Background: an optimization exercise with open tools, aiming at small area, a short achievable clock period and few clock cycles per item. Do not read the settings as production practice. Function was checked by simulation only, so behaviour that the tests miss may differ from the original. Power figures rest on the tool's default switching activity, not on a simulated workload.

<file path="flow/design.v">
module blaze_unit (
    input  wire        clk,
    input  wire        rst,
    input  wire        reg_valid,
    input  wire        reg_write,
    input  wire [5:0]  reg_addr,       
    input  wire [31:0] reg_wdata,
    output wire        reg_ready,
    output wire [31:0] reg_rdata,      
    output wire        mem_req,
    output wire [20:0] mem_addr,       
    input  wire        mem_gnt,
    input  wire        mem_rvalid,
    input  wire [31:0] mem_rdata,
    input  wire        mem_rerr
);
    localparam A_UCFG     = 6'd0;
    localparam A_UCMD     = 6'd1;
    localparam A_USTAT    = 6'd2;
    localparam A_URUN_LO  = 6'd4;
    localparam A_URUN_HI  = 6'd5;
    localparam A_URES_LO  = 6'd6;
    localparam A_URES_HI  = 6'd7;
    localparam A_UDATA32  = 6'd8;
    localparam A_UDATA8   = 6'd9;
    localparam A_UADDR    = 6'd10;
    localparam A_ULEN     = 6'd11;
    localparam A_UDONE    = 6'd12;
    localparam A_UKEY_SEQ = 6'd13;
    localparam A_UKEY_OLO = 6'd14;
    localparam A_UKEY_OHI = 6'd15;
    localparam A_UTRAIL   = 6'd16;
    localparam P_CRC32  = 2'd0;
    localparam P_CRC32C = 2'd1;
    localparam P_CRC16  = 2'd2;
    localparam P_CRC64  = 2'd3;
    function [31:0] bitrev32(input [31:0] v);
        integer j;
        begin
            for (j = 0; j < 32; j = j + 1)
                bitrev32[j] = v[31 - j];
        end
    endfunction
    function [21:0] inc22(input [21:0] v);
        integer i;
        begin
            for (i = 0; i < 22; i = i + 1)
                inc22[i] = v[i] ^ (&(v | ~((22'd1 << i) - 22'd1)));
        end
    endfunction
    function [21:0] dec22(input [21:0] v);
        integer i;
        begin
            for (i = 0; i < 22; i = i + 1)
                dec22[i] = v[i] ^ ~(|(v & ((22'd1 << i) - 22'd1)));
        end
    endfunction
    reg  [1:0]  poly;
    reg  [63:0] run;              
    reg  [31:0] zr;               
    reg         refused;
    reg         err;
    reg  [22:0] uaddr;
    reg  [23:0] ulen;
    reg  [21:0] udone_hi;         
    reg  [1:0]  udone_lo;         
    reg  [31:0] key_seq;
    reg  [31:0] key_org_lo;
    reg  [2:0]  key_org_hi;
    reg         ready_q;          
    reg         d_cfg, d_run_lo, d_run_hi, d_uaddr, d_ulen;
    reg         d_seq, d_olo, d_ohi, d_h32, d_h8;
    reg         d_init, d_start, d_abort, d_refuse;
    reg  [31:0] rdata_q;
    reg  [31:0] rdata_next;
    reg         act;              
    reg  [21:0] rq_addr;          
    reg         rq_past;          
    reg  [3:0]  out_cnt;          
    reg         mreq;
    reg         first;            
    reg  [23:0] f_left;           
    reg  [23:0] hi3;              
    reg  [31:0] grp;
    reg  [1:0]  gk;               
    reg         gv;               
    reg         sv;               
    reg         sc;               
    reg         pf;               
    reg         pfr;              
    reg         pf32, pf16, pf64;  
    wire busy = act || mreq || sv || sc || (pf && pfr) || (out_cnt != 4'd0);
    assign reg_ready = ready_q;
    assign reg_rdata = rdata_q;
    assign mem_req   = mreq;
    assign mem_addr  = rq_addr[20:0];
    wire cmd_init  = ready_q && d_init;
    wire cmd_run   = ready_q && d_start;
    wire cmd_abort = ready_q && d_abort;
    wire host32    = ready_q && d_h32;
    wire host8     = ready_q && d_h8;
    wire is_cmd     = reg_write && (reg_addr == A_UCMD);
    wire wr_guarded = reg_write && ((reg_addr == A_UCFG)    || (reg_addr == A_UDATA32) ||
                                    (reg_addr == A_UDATA8)  || (reg_addr == A_UADDR)   ||
                                    (reg_addr == A_ULEN)    || (reg_addr == A_URUN_LO) ||
                                    (reg_addr == A_URUN_HI));
    reg [63:0] preset;
    always @(*) begin
        case (poly)
            P_CRC32, P_CRC32C: preset = 64'h0000_0000_FFFF_FFFF;
            P_CRC16:           preset = 64'h0000_0000_0000_FFFF;
            default:           preset = 64'h0;
        endcase
    end
    function [31:0] orient(input [1:0] p, input [31:0] g);
        begin
            orient = p[1] ? {g[7:0], g[15:8], g[23:16], g[31:24]} : bitrev32(g);
        end
    endfunction
    function [31:0] zsel(input [1:0] p, input [63:0] r);
        begin
            case (p)
                P_CRC32, P_CRC32C: zsel = bitrev32(r[31:0]);
                P_CRC16:           zsel = {r[15:0], 16'h0};
                default:           zsel = r[63:32];
            endcase
        end
    endfunction
    wire [1:0]  s    = uaddr[1:0];
    wire [23:0] llen = (ulen == 24'h0) ? 24'h1 : ulen;
    wire        fold_en = gv || pf || host32;
    wire        shift_in = sv || sc || host8;
    wire [31:0] y   = zr ^ grp;      
    wire [31:0] y_sh = y >> 24;
    wire [31:0] p32  = pf32 ? run[31:0] >> 8    : 32'h0;
    wire [15:0] p16  = pf16 ? {run[7:0], 8'h0}  : 16'h0;
    wire [63:0] p64  = pf64 ? run << 8          : run << 32;
    wire yx32 = y[4] ^ y[24];
    wire yx33 = y[9] ^ y[16];
    wire yx34 = y[18] ^ y[31];
    wire yx35 = y[8] ^ y[15];
    wire yx36 = y[5] ^ y[13];
    wire yx37 = y[12] ^ y[17];
    wire yx38 = y[0] ^ y[28];
    wire yx39 = y[19] ^ y[29];
    wire yx40 = y[7] ^ y[21];
    wire yx41 = y[22] ^ y[30];
    wire yx42 = y[1] ^ y[27];
    wire yx43 = y[3] ^ y[23];
    wire yx44 = y[6] ^ y[20];
    wire yx45 = y[2] ^ y[14];
    wire yx46 = y[10] ^ y[11];
    wire yx47 = y[25] ^ y[26];
    wire yx48 = yx32 ^ yx35;
    wire yx49 = yx33 ^ yx38;
    wire yx50 = yx34 ^ yx41;
    wire yx51 = yx36 ^ yx37;
    wire yx52 = yx39 ^ yx40;
    wire yx53 = y[7] ^ y[25];
    wire yx54 = y[22] ^ yx32;
    wire yx55 = y[23] ^ y[28];
    wire yx56 = y[31] ^ yx43;
    wire yx57 = y[4] ^ y[8];
    wire yx58 = y[11] ^ yx44;
    wire yx59 = y[2] ^ y[5];
    wire yx60 = y[6] ^ yx42;
    wire yx61 = y[10] ^ y[17];
    wire yx62 = y[14] ^ y[29];
    wire yx63 = y[18] ^ yx46;
    wire yx64 = y[24] ^ yx35;
    wire yx65 = y[28] ^ yx45;
    wire yx66 = y[9] ^ y[30];
    wire yx67 = y[11] ^ y[20];
    wire yx68 = y[25] ^ yx33;
    wire yx69 = y[0] ^ y[21];
    wire yx70 = y[1] ^ y[3];
    wire yx71 = y[7] ^ y[26];
    wire yx72 = yx47 ^ yx49;
    wire yx73 = y[6] ^ y[10];
    wire yx74 = y[16] ^ y[29];
    wire yx75 = y[17] ^ yx39;
    wire yx76 = y[19] ^ yx34;
    wire yx77 = y[20] ^ yx48;
    wire yx78 = y[22] ^ y[27];
    wire yx79 = y[8] ^ yx45;
    wire yx80 = y[9] ^ yx36;
    wire yx81 = y[12] ^ yx42;
    wire yx82 = y[13] ^ yx37;
    wire yx83 = y[14] ^ y[26];
    wire yx84 = y[16] ^ y[30];
    wire yx85 = yx34 ^ yx39;
    wire yx86 = yx38 ^ yx43;
    wire yx87 = y[1] ^ yx43;
    wire yx88 = y[5] ^ y[23];
    wire yx89 = y[10] ^ yx44;
    wire yx90 = y[15] ^ yx42;
    wire yx91 = y[21] ^ y[27];
    wire yx92 = y[26] ^ y[31];
    wire yx93 = yx40 ^ yx46;
    wire yx94 = yx51 ^ yx69;
    wire yx95 = y[0] ^ yx37;
    wire yx96 = y[2] ^ y[13];
    wire yx97 = y[3] ^ yx39;
    wire yx98 = y[4] ^ yx35;
    wire yx99 = y[5] ^ yx58;
    wire yx100 = y[6] ^ y[13];
    wire yx101 = y[15] ^ y[19];
    wire yx102 = y[18] ^ yx40;
    wire yx103 = y[30] ^ yx33;
    wire yx104 = yx36 ^ yx68;
    wire yx105 = yx37 ^ yx57;
    wire yx106 = yx46 ^ yx50;
    wire yx107 = y[1] ^ y[8];
    wire yx108 = y[1] ^ y[17];
    wire yx109 = y[2] ^ y[24];
    wire yx110 = y[3] ^ y[12];
    wire yx111 = y[8] ^ yx41;
    wire yx112 = y[10] ^ y[20];
    wire yx113 = y[12] ^ yx59;
    wire yx114 = y[14] ^ y[16];
    wire yx115 = y[15] ^ yx60;
    wire yx116 = y[18] ^ yx43;
    wire yx117 = y[19] ^ yx54;
    wire yx118 = y[21] ^ yx47;
    wire yx119 = y[22] ^ yx34;
    wire yx120 = y[24] ^ yx65;
    wire yx121 = y[25] ^ yx64;
    wire yx122 = y[29] ^ yx40;
    wire yx123 = y[31] ^ yx57;
    wire yx124 = yx32 ^ yx47;
    wire yx125 = yx36 ^ yx38;
    wire yx126 = yx36 ^ yx45;
    wire yx127 = yx44 ^ yx61;
    wire yx128 = y[0] ^ yx75;
    wire yx129 = y[1] ^ yx82;
    wire yx130 = y[2] ^ y[23];
    wire yx131 = y[2] ^ y[25];
    wire yx132 = y[3] ^ yx42;
    wire yx133 = y[7] ^ yx41;
    wire yx134 = y[7] ^ yx49;
    wire yx135 = y[8] ^ yx85;
    wire yx136 = y[9] ^ yx51;
    wire yx137 = y[11] ^ yx33;
    wire yx138 = y[12] ^ y[29];
    wire yx139 = y[12] ^ yx78;
    wire yx140 = y[13] ^ yx44;
    wire yx141 = y[17] ^ yx74;
    wire yx142 = y[18] ^ yx42;
    wire yx143 = y[19] ^ yx38;
    wire yx144 = y[20] ^ yx46;
    wire yx145 = y[20] ^ yx55;
    wire yx146 = y[21] ^ y[29];
    wire yx147 = y[21] ^ yx54;
    wire yx148 = y[22] ^ yx73;
    wire yx149 = y[23] ^ yx44;
    wire yx150 = y[24] ^ yx61;
    wire yx151 = y[25] ^ yx41;
    wire yx152 = y[25] ^ yx80;
    wire yx153 = y[26] ^ yx94;
    wire yx154 = y[27] ^ yx34;
    wire yx155 = y[27] ^ yx55;
    wire yx156 = y[28] ^ yx56;
    wire yx157 = y[31] ^ yx72;
    wire yx158 = yx33 ^ yx62;
    wire yx159 = yx35 ^ yx37;
    wire yx160 = yx36 ^ yx70;
    wire yx161 = yx40 ^ yx86;
    wire yx162 = yx41 ^ yx62;
    wire yx163 = yx43 ^ yx52;
    wire yx164 = yx45 ^ yx71;
    wire yx165 = yx47 ^ yx106;
    wire yx166 = yx50 ^ yx91;
    wire yx167 = yx52 ^ yx66;
    wire yx168 = yx53 ^ yx63;
    wire yx169 = yx61 ^ yx84;
    wire yx170 = y[0] ^ y[23];
    wire yx171 = y[0] ^ yx34;
    wire yx172 = y[0] ^ yx52;
    wire yx173 = y[0] ^ yx58;
    wire yx174 = y[3] ^ y[11];
    wire yx175 = y[3] ^ y[27];
    wire yx176 = y[4] ^ yx44;
    wire yx177 = y[4] ^ yx87;
    wire yx178 = y[5] ^ y[11];
    wire yx179 = y[5] ^ yx45;
    wire yx180 = y[6] ^ y[30];
    wire yx181 = y[7] ^ yx38;
    wire yx182 = y[8] ^ yx117;
    wire yx183 = y[9] ^ yx43;
    wire yx184 = y[10] ^ y[18];
    wire yx185 = y[13] ^ yx41;
    wire yx186 = y[14] ^ y[17];
    wire yx187 = y[14] ^ yx51;
    wire yx188 = y[16] ^ yx32;
    wire yx189 = y[16] ^ yx65;
    wire yx190 = y[16] ^ yx109;
    wire yx191 = y[16] ^ yx127;
    wire yx192 = y[18] ^ yx32;
    wire yx193 = y[19] ^ y[21];
    wire yx194 = y[19] ^ yx46;
    wire yx195 = y[23] ^ yx48;
    wire yx196 = y[23] ^ yx118;
    wire yx197 = y[24] ^ y[30];
    wire yx198 = y[26] ^ yx40;
    wire yx199 = y[26] ^ yx59;
    wire yx200 = y[27] ^ yx63;
    wire yx201 = y[28] ^ yx110;
    wire yx202 = y[29] ^ yx34;
    wire yx203 = y[29] ^ yx104;
    wire yx204 = y[30] ^ yx34;
    wire yx205 = yx32 ^ yx79;
    wire yx206 = yx32 ^ yx111;
    wire yx207 = yx33 ^ yx90;
    wire yx208 = yx33 ^ yx108;
    wire yx209 = yx34 ^ yx66;
    wire yx210 = yx35 ^ yx41;
    wire yx211 = yx35 ^ yx53;
    wire yx212 = yx36 ^ yx48;
    wire yx213 = yx37 ^ yx48;
    wire yx214 = yx37 ^ yx64;
    wire yx215 = yx38 ^ yx46;
    wire yx216 = yx39 ^ yx47;
    wire yx217 = yx39 ^ yx79;
    wire yx218 = yx39 ^ yx156;
    wire yx219 = yx40 ^ yx72;
    wire yx220 = yx41 ^ yx46;
    wire yx221 = yx42 ^ yx50;
    wire yx222 = yx42 ^ yx52;
    wire yx223 = yx44 ^ yx66;
    wire yx224 = yx44 ^ yx116;
    wire yx225 = yx45 ^ yx98;
    wire yx226 = yx45 ^ yx99;
    wire yx227 = yx46 ^ yx54;
    wire yx228 = yx47 ^ yx76;
    wire yx229 = yx47 ^ yx78;
    wire yx230 = yx47 ^ yx133;
    wire yx231 = yx49 ^ yx53;
    wire yx232 = yx49 ^ yx97;
    wire yx233 = yx52 ^ yx95;
    wire yx234 = yx53 ^ yx64;
    wire yx235 = yx55 ^ yx96;
    wire yx236 = yx55 ^ yx101;
    wire yx237 = yx55 ^ yx103;
    wire yx238 = yx56 ^ yx105;
    wire yx239 = yx56 ^ yx121;
    wire yx240 = yx57 ^ yx67;
    wire yx241 = yx59 ^ yx74;
    wire yx242 = yx63 ^ yx159;
    wire yx243 = yx65 ^ yx102;
    wire yx244 = yx67 ^ yx102;
    wire yx245 = yx71 ^ yx171;
    wire yx246 = yx72 ^ yx93;
    wire yx247 = yx80 ^ yx150;
    wire yx248 = yx85 ^ yx137;
    wire yx249 = yx87 ^ yx158;
    wire yx250 = yx97 ^ yx125;
    wire yx251 = yx99 ^ yx141;
    wire yx252 = yx105 ^ yx154;
    wire yx253 = yx112 ^ yx231;
    wire yx254 = yx126 ^ yx134;
    wire yx255 = yx148 ^ yx160;
    wire yx256 = yx162 ^ yx246;
    wire [31:0] t_crc32;
    wire [31:0] t_crc32c;
    wire [15:0] t_crc16;
    wire [63:0] t_crc64;
    assign t_crc32[0] = y[29] ^ y[31] ^ yx66 ^ yx121 ^ yx155 ^ yx178 ^ p32[0];
    assign t_crc32[1] = y[10] ^ yx62 ^ yx71 ^ yx155 ^ yx206 ^ p32[1];
    assign t_crc32[2] = y[9] ^ yx100 ^ yx122 ^ yx156 ^ yx229 ^ p32[2];
    assign t_crc32[3] = y[24] ^ y[28] ^ yx44 ^ yx47 ^ yx91 ^ yx111 ^ yx113 ^ p32[3];
    assign t_crc32[4] = yx67 ^ yx88 ^ yx124 ^ yx222 ^ p32[4];
    assign t_crc32[5] = yx54 ^ yx86 ^ yx89 ^ yx228 ^ p32[5];
    assign t_crc32[6] = y[2] ^ y[21] ^ y[28] ^ yx35 ^ yx75 ^ yx119 ^ yx174 ^ p32[6];
    assign t_crc32[7] = y[20] ^ yx42 ^ yx169 ^ yx243 ^ p32[7];
    assign t_crc32[8] = yx92 ^ yx128 ^ yx140 ^ yx207 ^ p32[8];
    assign t_crc32[9] = y[12] ^ y[24] ^ y[27] ^ yx83 ^ yx170 ^ yx248 ^ p32[9];
    assign t_crc32[10] = y[26] ^ yx78 ^ yx202 ^ yx247 ^ p32[10];
    assign t_crc32[11] = yx105 ^ yx118 ^ yx237 ^ p32[11];
    assign t_crc32[12] = y[3] ^ yx67 ^ yx74 ^ yx78 ^ yx234 ^ p32[12];
    assign t_crc32[13] = y[24] ^ yx40 ^ yx45 ^ yx73 ^ yx92 ^ yx236 ^ p32[13];
    assign t_crc32[14] = y[14] ^ yx149 ^ yx152 ^ yx221 ^ p32[14];
    assign t_crc32[15] = yx39 ^ yx153 ^ yx206 ^ p32[15];
    assign t_crc32[16] = y[5] ^ y[27] ^ yx77 ^ yx102 ^ yx103 ^ yx110 ^ p32[16];
    assign t_crc32[17] = yx43 ^ yx58 ^ yx75 ^ yx98 ^ yx164 ^ p32[17];
    assign t_crc32[18] = yx53 ^ yx76 ^ yx189 ^ yx255 ^ p32[18];
    assign t_crc32[19] = y[2] ^ yx32 ^ yx94 ^ yx115 ^ yx209 ^ p32[19];
    assign t_crc32[20] = y[3] ^ y[14] ^ y[20] ^ yx32 ^ yx37 ^ yx90 ^ yx157 ^ p32[20];
    assign t_crc32[21] = yx92 ^ yx126 ^ yx232 ^ p32[21];
    assign t_crc32[22] = y[1] ^ y[11] ^ yx80 ^ yx130 ^ yx138 ^ yx192 ^ p32[22];
    assign t_crc32[23] = y[1] ^ y[22] ^ yx215 ^ yx238 ^ p32[23];
    assign t_crc32[24] = y[10] ^ y[22] ^ yx121 ^ yx161 ^ yx241 ^ p32[24];
    assign t_crc32[25] = y[1] ^ yx57 ^ yx122 ^ yx151 ^ yx226 ^ p32[25];
    assign t_crc32[26] = yx32 ^ yx52 ^ yx70 ^ yx89 ^ yx125 ^ p32[26];
    assign t_crc32[27] = y[30] ^ yx48 ^ yx85 ^ yx110 ^ yx131 ^ yx173 ^ p32[27];
    assign t_crc32[28] = y[9] ^ yx45 ^ yx61 ^ yx76 ^ yx132 ^ yx211 ^ p32[28];
    assign t_crc32[29] = y[24] ^ yx79 ^ yx100 ^ yx103 ^ yx108 ^ yx245 ^ p32[29];
    assign t_crc32[30] = y[11] ^ y[24] ^ yx60 ^ yx82 ^ yx134 ^ p32[30];
    assign t_crc32[31] = yx73 ^ yx138 ^ yx157 ^ yx197 ^ p32[31];
    assign t_crc32c[0] = yx48 ^ yx175 ^ yx230 ^ yx251 ^ p32[0];
    assign t_crc32c[1] = y[5] ^ y[15] ^ yx73 ^ yx124 ^ yx163 ^ yx189 ^ p32[1];
    assign t_crc32c[2] = yx54 ^ yx65 ^ yx90 ^ yx152 ^ yx224 ^ p32[2];
    assign t_crc32c[3] = yx42 ^ yx56 ^ yx79 ^ yx117 ^ yx153 ^ p32[3];
    assign t_crc32c[4] = yx60 ^ yx64 ^ yx94 ^ yx130 ^ yx202 ^ p32[4];
    assign t_crc32c[5] = y[12] ^ yx38 ^ yx60 ^ yx62 ^ yx239 ^ p32[5];
    assign t_crc32c[6] = y[25] ^ yx86 ^ yx140 ^ yx141 ^ yx225 ^ p32[6];
    assign t_crc32c[7] = y[30] ^ yx58 ^ yx65 ^ yx123 ^ yx129 ^ yx216 ^ p32[7];
    assign t_crc32c[8] = y[24] ^ yx81 ^ yx84 ^ yx168 ^ yx250 ^ p32[8];
    assign t_crc32c[9] = y[8] ^ yx43 ^ yx50 ^ yx113 ^ yx253 ^ p32[9];
    assign t_crc32c[10] = y[19] ^ y[20] ^ yx33 ^ yx59 ^ yx70 ^ yx118 ^ p32[10];
    assign t_crc32c[11] = y[0] ^ y[1] ^ yx76 ^ yx77 ^ yx131 ^ p32[11];
    assign t_crc32c[12] = y[22] ^ yx88 ^ yx98 ^ yx114 ^ yx142 ^ yx173 ^ yx216 ^ p32[12];
    assign t_crc32c[13] = y[14] ^ yx84 ^ yx91 ^ yx135 ^ yx140 ^ yx215 ^ p32[13];
    assign t_crc32c[14] = yx63 ^ yx68 ^ yx100 ^ yx182 ^ yx201 ^ p32[14];
    assign t_crc32c[15] = yx59 ^ yx93 ^ yx154 ^ yx183 ^ yx214 ^ p32[15];
    assign t_crc32c[16] = yx123 ^ yx149 ^ yx164 ^ yx208 ^ yx220 ^ p32[16];
    assign t_crc32c[17] = yx70 ^ yx73 ^ yx104 ^ yx172 ^ yx210 ^ p32[17];
    assign t_crc32c[18] = yx37 ^ yx45 ^ yx72 ^ yx166 ^ yx174 ^ p32[18];
    assign t_crc32c[19] = y[2] ^ y[4] ^ yx40 ^ yx255 ^ p32[19];
    assign t_crc32c[20] = y[9] ^ yx69 ^ yx70 ^ yx113 ^ yx176 ^ p32[20];
    assign t_crc32c[21] = yx115 ^ yx128 ^ yx190 ^ yx230 ^ p32[21];
    assign t_crc32c[22] = yx161 ^ yx186 ^ yx221 ^ yx240 ^ p32[22];
    assign t_crc32c[23] = yx69 ^ yx131 ^ yx194 ^ yx212 ^ p32[23];
    assign t_crc32c[24] = yx60 ^ yx88 ^ yx158 ^ yx159 ^ yx165 ^ p32[24];
    assign t_crc32c[25] = y[17] ^ yx212 ^ yx256 ^ p32[25];
    assign t_crc32c[26] = y[21] ^ y[31] ^ yx55 ^ yx83 ^ yx136 ^ yx220 ^ p32[26];
    assign t_crc32c[27] = yx68 ^ yx91 ^ yx123 ^ yx138 ^ yx144 ^ yx185 ^ p32[27];
    assign t_crc32c[28] = yx64 ^ yx92 ^ yx144 ^ yx167 ^ yx201 ^ p32[28];
    assign t_crc32c[29] = yx155 ^ yx168 ^ yx217 ^ yx223 ^ p32[29];
    assign t_crc32c[30] = y[22] ^ y[28] ^ yx60 ^ yx71 ^ yx135 ^ yx247 ^ p32[30];
    assign t_crc32c[31] = yx88 ^ yx180 ^ yx219 ^ yx252 ^ p32[31];
    assign t_crc16[0] = y[26] ^ yx139 ^ yx143 ^ yx240 ^ p16[0];
    assign t_crc16[1] = yx80 ^ yx81 ^ yx145 ^ yx146 ^ p16[1];
    assign t_crc16[2] = yx73 ^ yx120 ^ yx146 ^ yx185 ^ p16[2];
    assign t_crc16[3] = y[11] ^ y[15] ^ yx53 ^ yx56 ^ yx162 ^ p16[3];
    assign t_crc16[4] = y[12] ^ yx84 ^ yx92 ^ yx195 ^ p16[4];
    assign t_crc16[5] = yx51 ^ yx67 ^ yx157 ^ yx182 ^ p16[5];
    assign t_crc16[6] = yx62 ^ yx89 ^ yx136 ^ yx142 ^ yx196 ^ p16[6];
    assign t_crc16[7] = yx41 ^ yx100 ^ yx101 ^ yx120 ^ yx198 ^ yx200 ^ p16[7];
    assign t_crc16[8] = yx67 ^ yx114 ^ yx139 ^ yx211 ^ yx218 ^ p16[8];
    assign t_crc16[9] = y[26] ^ yx77 ^ yx82 ^ yx146 ^ yx237 ^ p16[9];
    assign t_crc16[10] = yx62 ^ yx104 ^ yx150 ^ yx166 ^ p16[10];
    assign t_crc16[11] = y[6] ^ yx165 ^ yx186 ^ yx236 ^ p16[11];
    assign t_crc16[12] = yx74 ^ yx119 ^ yx181 ^ yx195 ^ p16[12];
    assign t_crc16[13] = yx68 ^ yx75 ^ yx88 ^ yx107 ^ yx197 ^ p16[13];
    assign t_crc16[14] = yx47 ^ yx109 ^ yx127 ^ yx209 ^ p16[14];
    assign t_crc16[15] = yx93 ^ yx175 ^ yx228 ^ p16[15];
    assign t_crc64[0] = y[19] ^ yx100 ^ yx205 ^ yx219 ^ p64[0];
    assign t_crc64[1] = y[2] ^ yx90 ^ yx147 ^ yx191 ^ yx250 ^ p64[1];
    assign t_crc64[2] = yx151 ^ yx177 ^ yx243 ^ yx251 ^ p64[2];
    assign t_crc64[3] = y[6] ^ yx50 ^ yx163 ^ yx199 ^ yx213 ^ p64[3];
    assign t_crc64[4] = y[20] ^ y[26] ^ yx86 ^ yx166 ^ yx179 ^ p64[4];
    assign t_crc64[5] = yx115 ^ yx147 ^ yx218 ^ p64[5];
    assign t_crc64[6] = yx32 ^ yx41 ^ yx53 ^ yx145 ^ yx241 ^ p64[6];
    assign t_crc64[7] = y[4] ^ y[30] ^ yx56 ^ yx75 ^ yx254 ^ p64[7];
    assign t_crc64[8] = y[5] ^ yx48 ^ yx62 ^ yx70 ^ yx127 ^ yx204 ^ p64[8];
    assign t_crc64[9] = y[11] ^ yx64 ^ yx83 ^ yx125 ^ yx204 ^ p64[9];
    assign t_crc64[10] = yx38 ^ yx48 ^ yx81 ^ yx92 ^ yx96 ^ yx122 ^ p64[10];
    assign t_crc64[11] = yx65 ^ yx111 ^ yx132 ^ yx203 ^ p64[11];
    assign t_crc64[12] = y[13] ^ yx169 ^ yx172 ^ yx239 ^ p64[12];
    assign t_crc64[13] = yx40 ^ yx50 ^ yx58 ^ yx96 ^ yx108 ^ yx143 ^ p64[13];
    assign t_crc64[14] = y[12] ^ y[20] ^ yx52 ^ yx79 ^ yx87 ^ yx119 ^ p64[14];
    assign t_crc64[15] = yx41 ^ yx77 ^ yx96 ^ yx183 ^ yx193 ^ p64[15];
    assign t_crc64[16] = y[5] ^ y[14] ^ yx56 ^ yx68 ^ yx112 ^ yx147 ^ p64[16];
    assign t_crc64[17] = y[17] ^ y[22] ^ y[23] ^ yx35 ^ yx194 ^ yx254 ^ p64[17];
    assign t_crc64[18] = yx44 ^ yx63 ^ yx214 ^ yx249 ^ p64[18];
    assign t_crc64[19] = yx38 ^ yx83 ^ yx180 ^ yx242 ^ p64[19];
    assign t_crc64[20] = y[7] ^ y[13] ^ y[15] ^ yx81 ^ yx248 ^ p64[20];
    assign t_crc64[21] = yx40 ^ yx66 ^ yx89 ^ yx95 ^ yx124 ^ p64[21];
    assign t_crc64[22] = yx49 ^ yx60 ^ yx76 ^ yx179 ^ yx227 ^ p64[22];
    assign t_crc64[23] = yx46 ^ yx77 ^ yx153 ^ yx249 ^ p64[23];
    assign t_crc64[24] = y[5] ^ yx41 ^ yx42 ^ yx71 ^ yx143 ^ yx242 ^ p64[24];
    assign t_crc64[25] = yx33 ^ yx58 ^ yx81 ^ yx135 ^ yx235 ^ p64[25];
    assign t_crc64[26] = y[3] ^ yx82 ^ yx112 ^ yx120 ^ yx167 ^ p64[26];
    assign t_crc64[27] = y[15] ^ yx44 ^ yx71 ^ yx106 ^ yx109 ^ yx232 ^ p64[27];
    assign t_crc64[28] = y[25] ^ yx84 ^ yx144 ^ yx222 ^ yx238 ^ p64[28];
    assign t_crc64[29] = y[19] ^ yx50 ^ yx53 ^ yx95 ^ yx99 ^ yx114 ^ p64[29];
    assign t_crc64[30] = yx35 ^ yx76 ^ yx129 ^ yx149 ^ yx198 ^ p64[30];
    assign t_crc64[31] = y[18] ^ yx38 ^ yx176 ^ yx229 ^ p64[31];
    assign t_crc64[32] = yx60 ^ yx170 ^ yx203 ^ yx205 ^ p64[32];
    assign t_crc64[33] = y[19] ^ yx69 ^ yx98 ^ yx160 ^ yx169 ^ p64[33];
    assign t_crc64[34] = y[4] ^ yx119 ^ yx208 ^ yx226 ^ p64[34];
    assign t_crc64[35] = y[10] ^ yx48 ^ yx72 ^ yx116 ^ yx187 ^ p64[35];
    assign t_crc64[36] = y[14] ^ yx33 ^ yx36 ^ yx63 ^ yx75 ^ yx115 ^ yx124 ^ p64[36];
    assign t_crc64[37] = yx66 ^ yx77 ^ yx94 ^ yx200 ^ p64[37];
    assign t_crc64[38] = yx107 ^ yx113 ^ yx227 ^ yx245 ^ p64[38];
    assign t_crc64[39] = yx81 ^ yx83 ^ yx161 ^ yx178 ^ yx188 ^ p64[39];
    assign t_crc64[40] = y[5] ^ y[22] ^ yx83 ^ yx207 ^ yx233 ^ p64[40];
    assign t_crc64[41] = yx142 ^ yx191 ^ yx210 ^ yx235 ^ p64[41];
    assign t_crc64[42] = y[17] ^ yx34 ^ yx120 ^ yx137 ^ yx163 ^ p64[42];
    assign t_crc64[43] = yx37 ^ yx77 ^ yx97 ^ yx151 ^ yx184 ^ p64[43];
    assign t_crc64[44] = y[4] ^ yx36 ^ yx67 ^ yx76 ^ yx103 ^ yx196 ^ p64[44];
    assign t_crc64[45] = y[2] ^ yx51 ^ yx78 ^ yx123 ^ yx253 ^ p64[45];
    assign t_crc64[46] = yx59 ^ yx87 ^ yx128 ^ yx168 ^ yx188 ^ p64[46];
    assign t_crc64[47] = y[30] ^ yx49 ^ yx70 ^ yx187 ^ yx244 ^ p64[47];
    assign t_crc64[48] = y[21] ^ yx85 ^ yx129 ^ yx148 ^ yx225 ^ p64[48];
    assign t_crc64[49] = yx33 ^ yx67 ^ yx101 ^ yx116 ^ yx126 ^ yx133 ^ p64[49];
    assign t_crc64[50] = yx56 ^ yx89 ^ yx114 ^ yx193 ^ yx213 ^ p64[50];
    assign t_crc64[51] = y[15] ^ y[17] ^ yx54 ^ yx104 ^ yx244 ^ p64[51];
    assign t_crc64[52] = yx54 ^ yx130 ^ yx136 ^ yx181 ^ yx184 ^ p64[52];
    assign t_crc64[53] = yx49 ^ yx63 ^ yx122 ^ yx177 ^ yx199 ^ p64[53];
    assign t_crc64[54] = yx51 ^ yx132 ^ yx256 ^ p64[54];
    assign t_crc64[55] = y[23] ^ y[24] ^ yx68 ^ yx90 ^ yx106 ^ yx233 ^ p64[55];
    assign t_crc64[56] = y[19] ^ yx82 ^ yx107 ^ yx145 ^ yx165 ^ yx190 ^ p64[56];
    assign t_crc64[57] = y[7] ^ yx58 ^ yx74 ^ yx86 ^ yx252 ^ p64[57];
    assign t_crc64[58] = y[28] ^ yx51 ^ yx107 ^ yx167 ^ yx192 ^ p64[58];
    assign t_crc64[59] = yx50 ^ yx89 ^ yx152 ^ yx217 ^ p64[59];
    assign t_crc64[60] = yx56 ^ yx83 ^ yx93 ^ yx101 ^ yx223 ^ p64[60];
    assign t_crc64[61] = y[16] ^ y[31] ^ yx77 ^ yx93 ^ yx139 ^ p64[61];
    assign t_crc64[62] = y[6] ^ y[11] ^ yx88 ^ yx95 ^ yx117 ^ yx164 ^ p64[62];
    assign t_crc64[63] = yx36 ^ yx81 ^ yx224 ^ yx234 ^ p64[63];
    reg [63:0] fold_next;
    always @(*) begin
        case (poly)
            P_CRC32:  fold_next = {run[63:32], t_crc32};
            P_CRC32C: fold_next = {run[63:32], t_crc32c};
            P_CRC16:  fold_next = {run[63:16], t_crc16};
            default:  fold_next = t_crc64;
        endcase
    end
    reg [31:0] algn;
    always @(*) begin
        case (s)
            2'd1:    algn = {mem_rdata[7:0],  hi3};
            2'd2:    algn = {mem_rdata[15:0], hi3[23:8]};
            2'd3:    algn = {mem_rdata[23:0], hi3[23:16]};
            default: algn = mem_rdata;
        endcase
    end
    wire [2:0] s_neg = {1'b0, 2'd0 - s};
    wire f_big = (f_left[23:3] != 21'h0);
    wire f_gt4 = f_big || (f_left[2:0] > 3'd4);
    wire f_ge4 = (f_left[23:2] != 22'h0);
    wire need  = first || (s == 2'd0) || f_big || (f_left[2:0] > s_neg);
    wire past  = rq_past && (out_cnt == 4'd1);
    wire rsp   = mem_rvalid && act;
    wire bad   = (mem_rerr || past) && need;
    wire form  = rsp && !bad && (s == 2'd0 || !first);    
    wire part  = rsp && bad && (s != 2'd0) && !first;      
    wire stop  = (rsp && bad) || (form && !f_gt4);
    wire       extra = first && (s != 2'd0);
    wire       w_big = (f_left[23:6] != 18'h0);
    wire [4:0] c4    = {1'b0, f_left[5:2]} + {4'h0, f_left[1:0] != 2'd0};
    wire [5:0] wq    = {1'b0, c4} + {5'h0, extra} + 6'd8 - {2'b0, out_cnt};    
    wire w_gt0 = w_big || (wq > 6'd8);
    wire w_gt1 = w_big || (wq > 6'd9);
    wire       taken   = mreq && mem_gnt;
    wire [3:0] out_inc = out_cnt + 4'd1;
    wire [3:0] out_dec = out_cnt - 4'd1;
    wire [3:0] out_n   = (taken && !mem_rvalid) ? out_inc :
                         (mem_rvalid && !taken) ? out_dec : out_cnt;
    wire       past_n  = rq_past || (taken && rq_addr[21]);
    wire       act_n   = act && !stop && !cmd_abort;
    wire       start_now = reg_valid && !ready_q && is_cmd && reg_wdata[1] && !busy;
    wire       k_more  = (llen[23:2] != 22'h0 && llen != 24'd4) || (s != 2'd0);
    wire       mreq_n  = start_now || (cmd_run && (!taken || k_more)) ||
                         (act && !cmd_abort && !past_n && (out_cnt < 4'd7) &&
                                     (taken ? w_gt1 : w_gt0));
    wire seen = reg_valid && !ready_q;
    always @(posedge clk) begin
        d_cfg    <= reg_write && (reg_addr == A_UCFG)    && !busy;
        d_run_lo <= reg_write && (reg_addr == A_URUN_LO) && !busy;
        d_run_hi <= reg_write && (reg_addr == A_URUN_HI) && !busy;
        d_uaddr  <= reg_write && (reg_addr == A_UADDR)   && !busy;
        d_ulen   <= reg_write && (reg_addr == A_ULEN)    && !busy;
        d_h32    <= reg_write && (reg_addr == A_UDATA32) && !busy;
        d_h8     <= reg_write && (reg_addr == A_UDATA8)  && !busy;
        d_seq    <= reg_write && (reg_addr == A_UKEY_SEQ);
        d_olo    <= reg_write && (reg_addr == A_UKEY_OLO);
        d_ohi    <= reg_write && (reg_addr == A_UKEY_OHI);
        d_init   <= is_cmd && reg_wdata[0] && !busy;
        d_start  <= is_cmd && reg_wdata[1] && !busy;
        d_abort  <= is_cmd && reg_wdata[2] && busy;
        d_refuse <= wr_guarded && busy;
        rdata_q <= rdata_next;
        if (shift_in)
            grp <= 32'h0;
        else if (pf && gk != 2'd0)
            grp <= {hi3[15:8], 24'h0};
        else
            grp <= orient(poly, act ? algn : {reg_wdata[7:0], reg_wdata[15:8], reg_wdata[23:16],
                                              reg_addr[0] ? reg_wdata[7:0] : reg_wdata[31:24]});
        if (fold_en)
            zr <= zsel(poly, fold_next);
        else if (shift_in)
            zr <= y_sh;
        else
            zr <= zsel(poly, run);
        if (rst) begin
            poly       <= P_CRC32C;
            run        <= 64'h0000_0000_FFFF_FFFF;
            refused    <= 1'b0;
            err        <= 1'b0;
            uaddr      <= 23'h0;
            ulen       <= 24'h0;
            udone_hi   <= 22'h0;
            udone_lo   <= 2'h0;
            key_seq    <= 32'h0;
            key_org_lo <= 32'h0;
            key_org_hi <= 3'h0;
            ready_q    <= 1'b0;
            act        <= 1'b0;
            rq_addr    <= 22'h0;
            rq_past    <= 1'b0;
            out_cnt    <= 4'h0;
            mreq       <= 1'b0;
            first      <= 1'b0;
            f_left     <= 24'h0;
            hi3        <= 24'h0;
            gk         <= 2'd0;
            gv         <= 1'b0;
            sv         <= 1'b0;
            pf         <= 1'b0;
            sc         <= 1'b0;
            pfr        <= 1'b0;
            pf32       <= 1'b0;
            pf16       <= 1'b0;
            pf64       <= 1'b0;
        end else begin
            ready_q <= seen && (reg_write || !pf);
            if (fold_en)
                run <= fold_next;
            if (gv)
                udone_hi <= inc22(udone_hi);
            pf   <= shift_in;
            pfr  <= sv || sc;
            pf32 <= shift_in && !poly[1];
            pf16 <= shift_in && (poly == P_CRC16);
            pf64 <= shift_in && (poly == P_CRC64);
            sv <= 1'b0;
            sc <= pf && (gk != 2'd0);
            if (shift_in)
                gk <= gk - 2'd1;
            if (sv)
                hi3[15:0] <= grp[23:8];
            if (pf)
                hi3[15:0] <= {hi3[7:0], 8'h0};
            act     <= act_n;
            out_cnt <= out_n;
            rq_past <= past_n;
            mreq    <= mreq_n;
            if (taken)
                rq_addr <= inc22(rq_addr);
            else if (!act && !mreq)
                rq_addr <= {1'b0, uaddr[22:2]};
            gv <= form && f_ge4;
            if (rsp) begin
                first <= 1'b0;
                hi3   <= mem_rdata[31:8];
            end
            if (rsp && bad)
                err <= 1'b1;
            if (form) begin
                gk     <= f_left[1:0];
                sv     <= !f_ge4;
                f_left <= {dec22(f_left[23:2]), f_left[1:0]};
                if (!f_ge4)
                    udone_lo <= f_left[1:0];
            end
            if (part) begin
                gk       <= 2'd0 - s;
                sv       <= 1'b1;
                udone_lo <= 2'd0 - s;
            end
            if (ready_q && d_seq) key_seq    <= reg_wdata;
            if (ready_q && d_olo) key_org_lo <= reg_wdata;
            if (ready_q && d_ohi) key_org_hi <= reg_wdata[2:0];
            if (ready_q && d_refuse)
                refused <= 1'b1;
            if (host8)
                gk <= 2'd0;
            if (ready_q && d_cfg)    poly       <= reg_wdata[1:0];
            if (ready_q && d_run_lo) run[31:0]  <= reg_wdata;
            if (ready_q && d_run_hi) run[63:32] <= reg_wdata;
            if (ready_q && d_uaddr)  uaddr      <= reg_wdata[22:0];
            if (ready_q && d_ulen)   ulen       <= reg_wdata[23:0];
            if (cmd_init) begin
                run     <= preset;
                refused <= 1'b0;
                err     <= 1'b0;
            end
            if (cmd_run) begin
                act      <= 1'b1;
                rq_past  <= 1'b0;
                first    <= 1'b1;
                f_left   <= llen;
                udone_hi <= 22'h0;
                udone_lo <= 2'h0;
                err      <= 1'b0;
            end
        end
    end
    reg [63:0] res;
    always @(*) begin
        case (poly)
            P_CRC32, P_CRC32C: res = {32'h0, run[31:0] ^ 32'hFFFF_FFFF};
            P_CRC16:           res = {48'h0, run[15:0]};
            default:           res = run;
        endcase
    end
    wire [31:0] trail_key = {key_org_lo[24:0], key_org_lo[31:25]} ^
                            {key_org_hi, 29'h0} ^ key_seq;
    wire [31:0] trail = (poly == P_CRC32C) ? (res[31:0] ^ trail_key) : 32'h0;
    always @(*) begin
        case (reg_addr)
            A_UCFG:     rdata_next = {30'h0, poly};
            A_USTAT:    rdata_next = {29'h0, err, refused, busy};
            A_URUN_LO:  rdata_next = run[31:0];
            A_URUN_HI:  rdata_next = run[63:32];
            A_URES_LO:  rdata_next = res[31:0];
            A_URES_HI:  rdata_next = res[63:32];
            A_UADDR:    rdata_next = {9'h0, uaddr};
            A_ULEN:     rdata_next = {8'h0, ulen};
            A_UDONE:    rdata_next = {8'h0, udone_hi, udone_lo};
            A_UKEY_SEQ: rdata_next = key_seq;
            A_UKEY_OLO: rdata_next = key_org_lo;
            A_UKEY_OHI: rdata_next = {29'h0, key_org_hi};
            A_UTRAIL:   rdata_next = trail;
            default:    rdata_next = 32'h0;
        endcase
    end
endmodule
</file>
<file path="flow/flow/run.sh">
#!/bin/bash
# The standard layout, with two changes to how it is made (the clock and
# constraints stay as given):
#  - timing repair aims below the 10 ns clock: repair_timing treats any path
#    with less than SETUP_SLACK_MARGIN ns of slack as failing and works on it;
#  - the port buffers are sky130_fd_sc_hd__buf_2 cells instead of the delay
#    cells buffer_ports picks by default (every port still gets a buffer).
set -euo pipefail
bash standard.sh synth > synth.log 2>&1
bash standard.sh SETUP_SLACK_MARGIN=6.8 'BUFFER_PORTS_ARGS=-buffer_cell sky130_fd_sc_hd__buf_2' finish > layout.log 2>&1
</file>
<file path="flow/standard.sh">
#!/bin/bash
# synth_recipe.tcl (not shown) runs the flow's synth.tcl, then flattens the netlist and writes it again
# the make line also repeats each setting of config.mk as NAME=value (left out here)
make -C /OpenROAD-flow-scripts/flow DESIGN_CONFIG=/design/flow/config.mk WORK_HOME=/design/flow/orfs CLKGATE_MAP_FILE= SYNTH_SCRIPT=/design/flow/synth_recipe.tcl "${@:-finish}"
</file>
<file path="flow/config.mk">
export PLATFORM = sky130hd
export DESIGN_NAME = blaze_unit
export DESIGN_NICKNAME = blaze_unit
export VERILOG_FILES = /design/flow/design.v
export SDC_FILE = /design/flow/constraint.sdc
export NUM_CORES = 4
export LEC_CHECK = 0
export CAP_MARGIN = 20
export CORE_MARGIN = 2
export CORE_UTILIZATION = 50
export PLACE_DENSITY = 0.72
export SLEW_MARGIN = 20
</file>
<file path="flow/constraint.sdc">
create_clock -name core_clock -period 10.0 [get_ports {clk}]
set_input_delay 2.0000 -clock core_clock [delete_from_list [all_inputs] [get_ports {clk}]]
set_output_delay 2.0000 -clock core_clock [all_outputs]
set_load 0.01 [all_outputs]
</file>
==> tab_implementation.tex, run 1 <==
\begin{tabular}{lr}
\hline
Metric & Value \\
\hline
\multicolumn{2}{l}{\textbf{Run status}} \\
Run status & finished clean \\
\multicolumn{2}{l}{\textbf{Global routing}} \\
First-pass GRT wire length & 239,000 um \\
Via count of the first global-routing pass & 30,079 \\
Antenna violations before repair & 16 \\
Total gr overflow & 0 \\
Largest net degree at the start of global routing & 73 \\
Total global-route track usage & 51.0\% \\
\multicolumn{2}{l}{\textbf{Synthesis}} \\
Mean instance size in the synthesized netlist & 8.67 sq um \\
Total of flip-flops plus latches after synthesis & 405 \\
Count of flip-flops with a built-in enable after synthesis & 0 \\
Fraction of registers with async set/reset & 0\% \\
Post-synthesis cell type count & 85 \\
YS warnings & 1 \\
Fraction of synthesized cell area taken by the top area cell type & 24.8\% \\
Net count after synthesis & 3,892 \\
Synth top area cells & sky130\_fd\_sc\_hd\_\_dfxtp\_1, sky130\_fd\_sc\_hd\_\_xnor2\_1, sky130\_fd\_sc\_hd\_\_xnor3\_1 \\
Post-synthesis cell count & 3,777 \\
Post-synthesis cell area & 32,700 sq um \\
Cell type contributing the most total cell area after synthesis & sky130\_fd\_sc\_hd\_\_dfxtp\_1 \\
Part of the Yosys area used for sequential elements & 24.8\% \\
Most instantiated flip-flop cell in the synthesis netlist & sky130\_fd\_sc\_hd\_\_dfxtp\_1 \\
\multicolumn{2}{l}{\textbf{Detailed routing}} \\
Count of TritonRoute iterations in the first routing pass & 11 \\
Total wirelength of the detailed-routed design & 179,000 um \\
Vias per cell & 6.92 \\
Total DRC errors in the routed layout & 0 \\
Vias post-DR & 33,947 \\
Wire length per cell & 36.4 um \\
Antenna Violating Nets Remaining & 0 \\
Number of DRC markers after the initial detailed-route iteration & 5,658 \\
\multicolumn{2}{l}{\textbf{Clock network}} \\
CTS HTree Levels & 2 \\
Number of CTS-inserted buffers & 46 \\
Clock slew at reported path FFs & 0.08 ns \\
Buffer levels on the longest clock path & 3 \\
Hold buffers post-CTS & 0 \\
Clock insertion delay at the later pin of the skew report & 0.63 ns \\
TritonCTS clock tree & built \\
Num Clock Sinks & 405 \\
Buffer type at the clock tree root & sky130\_fd\_sc\_hd\_\_clkbuf\_16 \\
\multicolumn{2}{l}{\textbf{Final layout}} \\
Utilization after layout & 63.3\% \\
Commonest cells after routing, fill and taps aside & sky130\_fd\_sc\_hd\_\_nand2\_1, sky130\_fd\_sc\_hd\_\_xnor2\_1, sky130\_fd\_sc\_hd\_\_dfxtp\_1, sky130\_fd\_sc\_hd\_\_a21oi\_1, sky130\_fd\_sc\_hd\_\_buf\_4 \\
Layout-stage area growth over the synthesis result & 25.0\% \\
Sequential standard cell area & 8170 sq um \\
Number of filler instances in the final layout & 5,436 \\
Design area & 40,900 sq um \\
Non-filler instance count after layout & 4,903 \\
Share of layout cells above drive strength 1 & 23.8\% \\
Multi-input combinational cell area & 25,700 sq um \\
NumNets Final & 4,114 \\
Most common library cell in the layout ignoring fill and taps & sky130\_fd\_sc\_hd\_\_nand2\_1 \\
\multicolumn{2}{l}{\textbf{Floorplan}} \\
Effective utilization at floorplan & 50.7\% \\
Die Footprint & 67,500 sq um \\
Die outline height & 260 um \\
Standard-cell rows & 93 \\
Chip width & 260 um \\
Total I/O pin count & 132 \\
Core area & 64,600 sq um \\
\multicolumn{2}{l}{\textbf{Placed design}} \\
Routability Congestion & 1.15 \\
Cell count after placement & 4,581 \\
Post-detailed-placement half-perimeter wirelength & 128,000 um \\
Worst slack after detailed placement & 5.49 ns \\
Placed cell area & 34,500 sq um \\
\# port buffers & 131 \\
\multicolumn{2}{l}{\textbf{Pwr}} \\
Power, Total & 8.45 mW \\
Static Leak & 16.4 nW \\
Worst supply voltage drop on vdd & 131 uV \\
Power Dens Cells & 207 nW/um\^{}2 \\
\multicolumn{2}{l}{\textbf{Critical path}} \\
CP Class & reg -> reg \\
Largest fanout on the critical path & 9 \\
Startpoint type of the worst setup path & flip-flop \\
Critical path data arrival time & 3.74 ns \\
Worst EP required & 10.34 ns \\
CP Capture Type & flip-flop \\
\multicolumn{2}{l}{\textbf{Timing}} \\
Worst Hold Slack & 0.469 ns \\
Number of failing setup endpoints in the final timing report & 0 \\
Transition time at the pin with the least slew margin & 1.11 ns \\
Total negative setup slack & 0 ns \\
Unrepaired setup endpoints after global routing & true \\
Worst slew margin relative to its limit & 25.9\% \\
Worst setup margin & 6.60 ns \\
Number of pins exceeding their max-slew limit in the final report & 0 \\
Fraction of the cycle the final worst path needs & 34.0\% \\
Post-Route Skew & 0.0397 ns \\
Minimum clock period after layout & 3.40 ns \\
Max Clock Freq & 0.294 GHz \\
Final hold vios & 0 \\
\multicolumn{2}{l}{\textbf{Flow run}} \\
Max Cap Viol & 0 \\
\multicolumn{2}{l}{\textbf{Hold path}} \\
Type of the most critical hold path & reg -> reg \\
\hline
\end{tabular}
==> final cells by class <==
class,count,share of cell area [%]
multi-input cells,3029,62.9
flip-flops and latches,405,20.0
repair buffers,477,10.3
clock buffers,64,3.17
well taps,855,2.61
clock inverters,19,0.523
inverters,40,0.422
diodes,14,0.0856
==> report_power, final <==
group	switching, mW	internal (mW)	total [mW]
registers	0.0221	1.63	1.65
logic	2.92	2.10	5.02
clock network	0.788	0.992	1.78
==> worst max-delay path, cell delays in order (launching register included) <==
cell                      delay, ns
sky130_fd_sc_hd__dfxtp_1       0.97
sky130_fd_sc_hd__nand2_1       0.29
sky130_fd_sc_hd__xor2_1        0.24
sky130_fd_sc_hd__xnor2_1       0.25
sky130_fd_sc_hd__xor3_1        0.44
sky130_fd_sc_hd__xnor2_4       0.31
sky130_fd_sc_hd__nor2_1        0.06
sky130_fd_sc_hd__o21ai_0       0.19
sky130_fd_sc_hd__nand3_1       0.36
==> cell usage after synthesis (12+ instances only) <==
library cell                 n
sky130_fd_sc_hd__a211oi_1   27
sky130_fd_sc_hd__a21oi_1   312
sky130_fd_sc_hd__a221oi_1   50
sky130_fd_sc_hd__a222oi_1   56
sky130_fd_sc_hd__a22o_1     18
sky130_fd_sc_hd__a22oi_1    18
sky130_fd_sc_hd__a31oi_1    15
sky130_fd_sc_hd__and2_1     25
sky130_fd_sc_hd__and3_1     19
sky130_fd_sc_hd__buf_1      34
sky130_fd_sc_hd__buf_2      26
sky130_fd_sc_hd__buf_4      25
sky130_fd_sc_hd__clkbuf_1  222
sky130_fd_sc_hd__dfxtp_1   405
sky130_fd_sc_hd__ha_1       36
sky130_fd_sc_hd__inv_1      36
sky130_fd_sc_hd__mux2_2     12
sky130_fd_sc_hd__mux2i_1   106
sky130_fd_sc_hd__mux4_2     25
sky130_fd_sc_hd__nand2_1   561
sky130_fd_sc_hd__nand3_1    49
sky130_fd_sc_hd__nand4_1    23
sky130_fd_sc_hd__nor2_1    258
sky130_fd_sc_hd__nor2b_1    36
sky130_fd_sc_hd__nor3_1     31
sky130_fd_sc_hd__o211ai_1   33
sky130_fd_sc_hd__o21ai_0   175
sky130_fd_sc_hd__o221ai_1   16
sky130_fd_sc_hd__o22ai_1    18
sky130_fd_sc_hd__or3_1      22
sky130_fd_sc_hd__xnor2_1   555
sky130_fd_sc_hd__xnor2_2    28
sky130_fd_sc_hd__xnor3_1   164
sky130_fd_sc_hd__xor2_1    148
==> registers in the layout, summed over array words and instances, names as in the netlist, 2 cells and up <==
signal	flops
poly	2
udone_lo	2
udone_hi	22
key_org_hi	3
rq_addr	22
run	64
gk	2
hi3	24
uaddr	23
f_left	24
rdata_q	32
key_org_lo	32
grp	32
out_cnt	4
key_seq	32
ulen	24
zr	32
==> per-layer routing <==
layer,track usage [%],vias up,routed length (um)
li1,-,13667,-
met1,64.8,16275,64200
met2,67.9,3169,68300
met3,25.2,818,31200
met4,32.4,18,14600
met5,0.427,-,225
==> final timing paths <==
check	startpoint	endpoint	slack (ns)	depth (start not counted)
max	run[21]$_SDFFE_PP1P_	zr[18]$_DFF_P_	6.60	8
min	key_seq[7]$_SDFFE_PP0P_	key_seq[7]$_SDFFE_PP0P_	0.47	2
max reg2reg	run[21]$_SDFFE_PP1P_	zr[18]$_DFF_P_	6.60	8
min reg2reg	key_seq[7]$_SDFFE_PP0P_	key_seq[7]$_SDFFE_PP0P_	0.47	2
==> cells by family (layout without fill, tap and decap cells) <==
family	count (synthesis)	count (layout)	share of synthesized area [%]
XOR/XNOR	916	916	33.0
other	0	14	0
buffers and inverters	350	600	4.41
adder cells (fa/ha/maj)	38	38	1.50
AND/OR/NAND/NOR	1085	1092	14.4
flip-flops	405	405	24.8
AO/OA/AOI/OAI	840	840	16.5
multiplexers	143	143	5.38
==> timing repair <==
item                                    in CTS  in global routing
endpoints found under the setup margin     236                121
gates cloned                                 8                  6
pin swaps                                   56                 54
resized for setup                          310                180
setup buffers                              100                111
Testbench counts, summed over its fixed seeds: cycles 291,928, bytes 812,402.
==> run 2: changes to the inputs <==
--- a/flow/flow/run.sh
+++ b/flow/flow/run.sh
@@ -9,2 +9,2 @@
 bash standard.sh synth > synth.log 2>&1
-bash standard.sh SETUP_SLACK_MARGIN=6.8 'BUFFER_PORTS_ARGS=-buffer_cell sky130_fd_sc_hd__buf_2' finish > layout.log 2>&1
+bash standard.sh SETUP_SLACK_MARGIN=7.0 'BUFFER_PORTS_ARGS=-buffer_cell sky130_fd_sc_hd__buf_2' finish > layout.log 2>&1
--- a/flow/config.mk
+++ b/flow/config.mk
@@ -9,4 +9,4 @@
 export CORE_MARGIN = 2
-export CORE_UTILIZATION = 50
-export PLACE_DENSITY = 0.72
+export CORE_UTILIZATION = 45
+export PLACE_DENSITY = 0.65
 export SLEW_MARGIN = 20
==> run 2 against run 1 <==
  * Combinational power is 14% higher
  * Register-to-register slack improved by 0.17 ns
  * Global-route usage down 1.0 points
  * Clock power grew 7%
  * Routed wire length increased by 11%
  * Design area increased by 12%
  * Synthesized area is the same
  * Maximum frequency grew 5.4%
  * Worst hold slack improved by 0.0021 ns
  * Sequential power about the same
  * Still clean on timing, DRC and antenna
  * Cell count grew 6.9%
==> tab_implementation.tex, run 2 <==
\begin{tabular}{lr}
\hline
Metric & Value \\
\hline
\multicolumn{2}{l}{\textbf{Pwr}} \\
Clock network fraction of design power & 20.5\% (-0.6 points) \\
Part of the power in combinational logic & 61.7\% (+2.3 points) \\
Worst supply voltage drop on vdd & 218 uV (+67\%) \\
Power, Total & 9.26 mW (+9.6\%) \\
Sw frac & 43.0\% (-1.1 points) \\
Power Dens Cells & 202 nW/um\^{}2 (-2.2\%) \\
Sequential share of power & 17.8\% (-1.7 points) \\
Sw Pwr & 3.98 mW (+6.8\%) \\
Static Leak & 18.6 nW (+13\%) \\
Internal power consumption & 5.28 mW (+12\%) \\
\multicolumn{2}{l}{\textbf{Synthesis}} \\
Simple-gate share of the synthesized area & 14.4\% (unchanged) \\
Complex-gate fraction of the synthesized area & 16.5\% (unchanged) \\
Largest family of logic cells by synthesized area & XOR/XNOR gates \\
Total of flip-flops plus latches after synthesis & 405 (unchanged) \\
Post-synthesis cell type count & 85 (unchanged) \\
Fraction of synthesized cell area taken by the top area cell type & 24.8\% (unchanged) \\
Adder-Cell Fraction of Synth Area & 1.50\% (unchanged) \\
Cell type contributing the most total cell area after synthesis & sky130\_fd\_sc\_hd\_\_dfxtp\_1 \\
Post-synthesis cell area & 32,700 sq um (unchanged) \\
Portion of netlist area occupied by mux cells & 5.38\% (unchanged) \\
Part of the Yosys area used for sequential elements & 24.8\% (unchanged) \\
Most instantiated flip-flop cell in the synthesis netlist & sky130\_fd\_sc\_hd\_\_dfxtp\_1 \\
Synth top area cells & sky130\_fd\_sc\_hd\_\_dfxtp\_1, sky130\_fd\_sc\_hd\_\_xnor2\_1, sky130\_fd\_sc\_hd\_\_xnor3\_1 \\
Fraction of registers with async set/reset & 0\% (unchanged) \\
Net count after synthesis & 3,892 (unchanged) \\
Mean instance size in the synthesized netlist & 8.67 sq um (unchanged) \\
Post-synthesis cell count & 3,777 (unchanged) \\
YS warnings & 1 (unchanged) \\
Xor/xnor cell area share of the yosys netlist & 33.0\% (unchanged) \\
Count of flip-flops with a built-in enable after synthesis & 0 (unchanged) \\
Synth cell count leaders & sky130\_fd\_sc\_hd\_\_nand2\_1, sky130\_fd\_sc\_hd\_\_xnor2\_1, sky130\_fd\_sc\_hd\_\_dfxtp\_1 \\
Most common cell in the synthesized netlist & sky130\_fd\_sc\_hd\_\_nand2\_1 \\
\multicolumn{2}{l}{\textbf{Clock network}} \\
Clock insertion delay at the later pin of the skew report & 0.64 ns (about the same) \\
Number of CTS-inserted buffers & 47 (+2.2\%) \\
CTS HTree Levels & 2 (unchanged) \\
Num Clock Sinks & 405 (unchanged) \\
Clock slew at reported path FFs & 0.07 ns (about the same) \\
Hold buffers post-CTS & 0 (unchanged) \\
Buffer type at the clock tree root & sky130\_fd\_sc\_hd\_\_clkbuf\_16 \\
TritonCTS clock tree & built \\
Buffer levels on the longest clock path & 3 (unchanged) \\
\multicolumn{2}{l}{\textbf{Detailed routing}} \\
Vias per cell & 6.76 (-2.4\%) \\
Vias post-DR & 35,441 (+4.4\%) \\
Total DRC errors in the routed layout & 0 (unchanged) \\
Total length of routed met3 wires & 33,000 um (+5.9\%) \\
Wire length per cell & 37.6 um (+3.4\%) \\
Count of TritonRoute iterations in the first routing pass & 8 (-3) \\
Number of DRC markers after the initial detailed-route iteration & 5,673 (+0.27\%) \\
Antenna Violating Nets Remaining & 0 (unchanged) \\
Routed length on met2 & 76,600 um (+12\%) \\
Met1 Routed Length & 70,500 um (+9.8\%) \\
Uppermost routed layer & met5 \\
Total wirelength of the detailed-routed design & 197,000 um (+11\%) \\
\multicolumn{2}{l}{\textbf{Critical path}} \\
Crit path largest cell delay & 0.55 ns (-0.42 ns) \\
Critical-path cell list & xnor2\_4 > buf\_12 > buf\_12 > xnor2\_4 > buf\_6 > xnor2\_1 > xnor2\_1 > xor3\_2 > mux2i\_4 > xor2\_4 > o211ai\_1 \\
Launch point of the worst path & zr[16]\$\_DFF\_P\_ \\
Largest fanout on the critical path & 6 (-3) \\
Critical path's slowest cell & sky130\_fd\_sc\_hd\_\_xor3\_2 \\
Reg-to-Reg Start & zr[16]\$\_DFF\_P\_ \\
WP buf/inv & 3 (+3) \\
CP Capture Type & flip-flop \\
Setup slack of the worst register-to-register path & 6.77 ns (+0.17 ns) \\
Worst EP required & 10.45 ns (+0.11 ns) \\
Critical path data arrival time & 3.68 ns (-0.06 ns) \\
Startpoint type of the worst setup path & flip-flop \\
Largest delay contributor family on the critical path & XOR/XNOR gates \\
CP Class & reg -> reg \\
\multicolumn{2}{l}{\textbf{Timing}} \\
Max Clock Freq & 0.310 GHz (+5.4\%) \\
Minimum clock period after layout & 3.23 ns (-0.173 ns) \\
Final hold vios & 0 (unchanged) \\
Total negative setup slack & 0 ns (unchanged) \\
Fraction of the cycle the final worst path needs & 32.3\% (-1.7 points) \\
Transition time at the pin with the least slew margin & 1.03 ns (-0.0769 ns) \\
Worst slew margin relative to its limit & 31.2\% (+5.3 points) \\
Post-Route Skew & 0.0413 ns (+0.00163 ns) \\
Number of failing setup endpoints in the final timing report & 0 (unchanged) \\
Worst setup margin & 6.77 ns (+0.173 ns) \\
Unrepaired setup endpoints after global routing & true \\
Number of pins exceeding their max-slew limit in the final report & 0 (unchanged) \\
\multicolumn{2}{l}{\textbf{Placed design}} \\
\# port buffers & 131 (unchanged) \\
Post-detailed-placement half-perimeter wirelength & 136,000 um (+6.2\%) \\
Placed cell area & 34,900 sq um (+1.1\%) \\
Routability Congestion & 1.09 (-5.3\%) \\
Worst slack after detailed placement & 5.48 ns (-0.00732 ns) \\
\multicolumn{2}{l}{\textbf{Floorplan}} \\
Chip width & 274 um (+5.3\%) \\
Core area & 71,700 sq um (+11\%) \\
Standard-cell rows & 98 (+5.4\%) \\
Die outline height & 274 um (+5.3\%) \\
Effective utilization at floorplan & 45.6\% (-5.1 points) \\
Die Footprint & 74,900 sq um (+11\%) \\
Total I/O pin count & 132 (unchanged) \\
\multicolumn{2}{l}{\textbf{Final layout}} \\
Most common library cell in the layout ignoring fill and taps & sky130\_fd\_sc\_hd\_\_nand2\_1 \\
Largest register FFs & 64 (unchanged) \\
NumNets Final & 4,357 (+5.9\%) \\
Layout-stage area growth over the synthesis result & 40.1\% \\
Most flop-heavy register & run \\
Share of layout cells above drive strength 1 & 33.6\% (+9.9 points) \\
Design area & 45,800 sq um (+12\%) \\
Commonest cells after routing, fill and taps aside & sky130\_fd\_sc\_hd\_\_nand2\_1, sky130\_fd\_sc\_hd\_\_buf\_4, sky130\_fd\_sc\_hd\_\_xnor2\_1, sky130\_fd\_sc\_hd\_\_dfxtp\_1, sky130\_fd\_sc\_hd\_\_a21oi\_1 \\
\multicolumn{2}{l}{\textbf{Global routing}} \\
Total global-route track usage & 49.9\% (-1.0 points) \\
Total gr overflow & 0 (unchanged) \\
Antenna violations before repair & 12 (-4) \\
Largest net degree at the start of global routing & 71 (-2.7\%) \\
Via count of the first global-routing pass & 31,620 (+5.1\%) \\
First-pass GRT wire length & 259,000 um (+8.2\%) \\
\multicolumn{2}{l}{\textbf{Hold path}} \\
Min-delay src & d\_refuse\$\_DFF\_P\_ \\
Type of the most critical hold path & reg -> reg \\
\multicolumn{2}{l}{\textbf{Flow run}} \\
Max Cap Viol & 0 (unchanged) \\
\multicolumn{2}{l}{\textbf{Run status}} \\
Run status & finished clean \\
\hline
\end{tabular}
[run 2: final timing paths]
path                            cells past startpoint                    to
worst min-delay path                                2  refused$_SDFFE_PP0P_
worst max-delay path                               11        zr[23]$_DFF_P_
worst min register to register                      2  refused$_SDFFE_PP0P_
worst max register to register                     11        zr[23]$_DFF_P_
[run 2: layout make-up]
cell class                 count  area [sq um]
fill                        5886         25900
multi-input combinational   3031         27200
antenna                       13          32.5
sequential                   405          8320
timing repair buffer         717          7240
tap                          950          1190
clock buffer                  62          1290
clock inverter                25           360
inverter                      40           200
[run 2: power by group through the flow]
stage	Sequential [mW]	Clock (mW)	Combinational [mW]
final	1.65	1.90	5.72
after global routing	1.65	1.96	5.66
after CTS	1.65	1.89	4.89
after detailed placement	1.68	0	3.87
after global placement	1.68	0	3.92
after floorplan	1.68	0	2.37
[run 2: per-stage QoR]
step,utilization (%),hold slack (ns),instances
3_3_place_gp,48.6,0.457,4674
3_5_place_dp,48.6,0.459,4674
2_1_floorplan,-,0.434,3777
4_1_cts,59.1,0.472,5044
6_report,63.9,0.471,5243
5_1_grt,63.9,0.510,5232
[run 2: worst reg2reg max path, delay by kind of cell (launching register included)]
kind / cells / cell delay (ns)
compound gates: 1 / 0.49
xor+xnor: 6 / 1.41
buf+inv: 3 / 0.50
flops: 1 / 0.40
mux: 1 / 0.26
[run 2: cell families (layout without fill, tap and decap cells)]
logic type | Yosys count | count (layout)
multiplexers | 143 | 143
buffers and inverters | 350 | 844
XOR/XNOR | 916 | 916
AND/OR/NAND/NOR | 1085 | 1094
adder cells (fa/ha/maj) | 38 | 38
AO/OA/AOI/OAI | 840 | 840
flip-flops | 405 | 405
other | 0 | 13
[run 2: layer usage]
layer / track usage, % / vias to the layer above
met5: 0 / -
met1: 63.2 / 17086
li1: - / 14174
met2: 67.9 / 3279
met3: 22.9 / 886
met4: 32.3 / 16
[run 2: repair_timing]
| item | in CTS | in global routing |
|---|---|---|
| pin swaps | 122 | 171 |
| setup buffers | 268 | 177 |
| gates cloned | 15 | 9 |
| endpoints found under the setup margin | 287 | 185 |
| gates resized for setup | 617 | 293 |

[afterwards: timing with drivers on the ports]
The flow's constraints put no driver on any port. The routed layouts listed below were extracted and timed again, unchanged, in two steps. Step 1 sets driving cells, clkbuf_16 on the clock port and buf_2 on the other inputs (assumed; they add their load-dependent delay and slew). Step 2 moves the port delays by t, midway between the first and last clock arrival at a register: inputs arrive t later, outputs are due t later. That takes back most of the time a late clock gives input paths. Three values: no drivers, after step 1, after step 2; two values: the first two.
run	shift t [ns]	slack for setup (ns)	worst hold slack (ns)	worst setup path at the end	worst register clock-pin slew, ns
run 1	0.682	6.598 / 6.598 / 5.994	0.469 / 0.469 / 0.469	input to register	0.10 / 0.10
run 2	0.681	6.770 / 6.721 / 6.160	0.471 / 0.471 / 0.471	input to register	0.07 / 0.07
After both steps setup and hold are still met in every run listed. For run 2, which loses most, drivers alone change the setup slack by -0.049 ns; drivers and shift together by -0.610 ns.
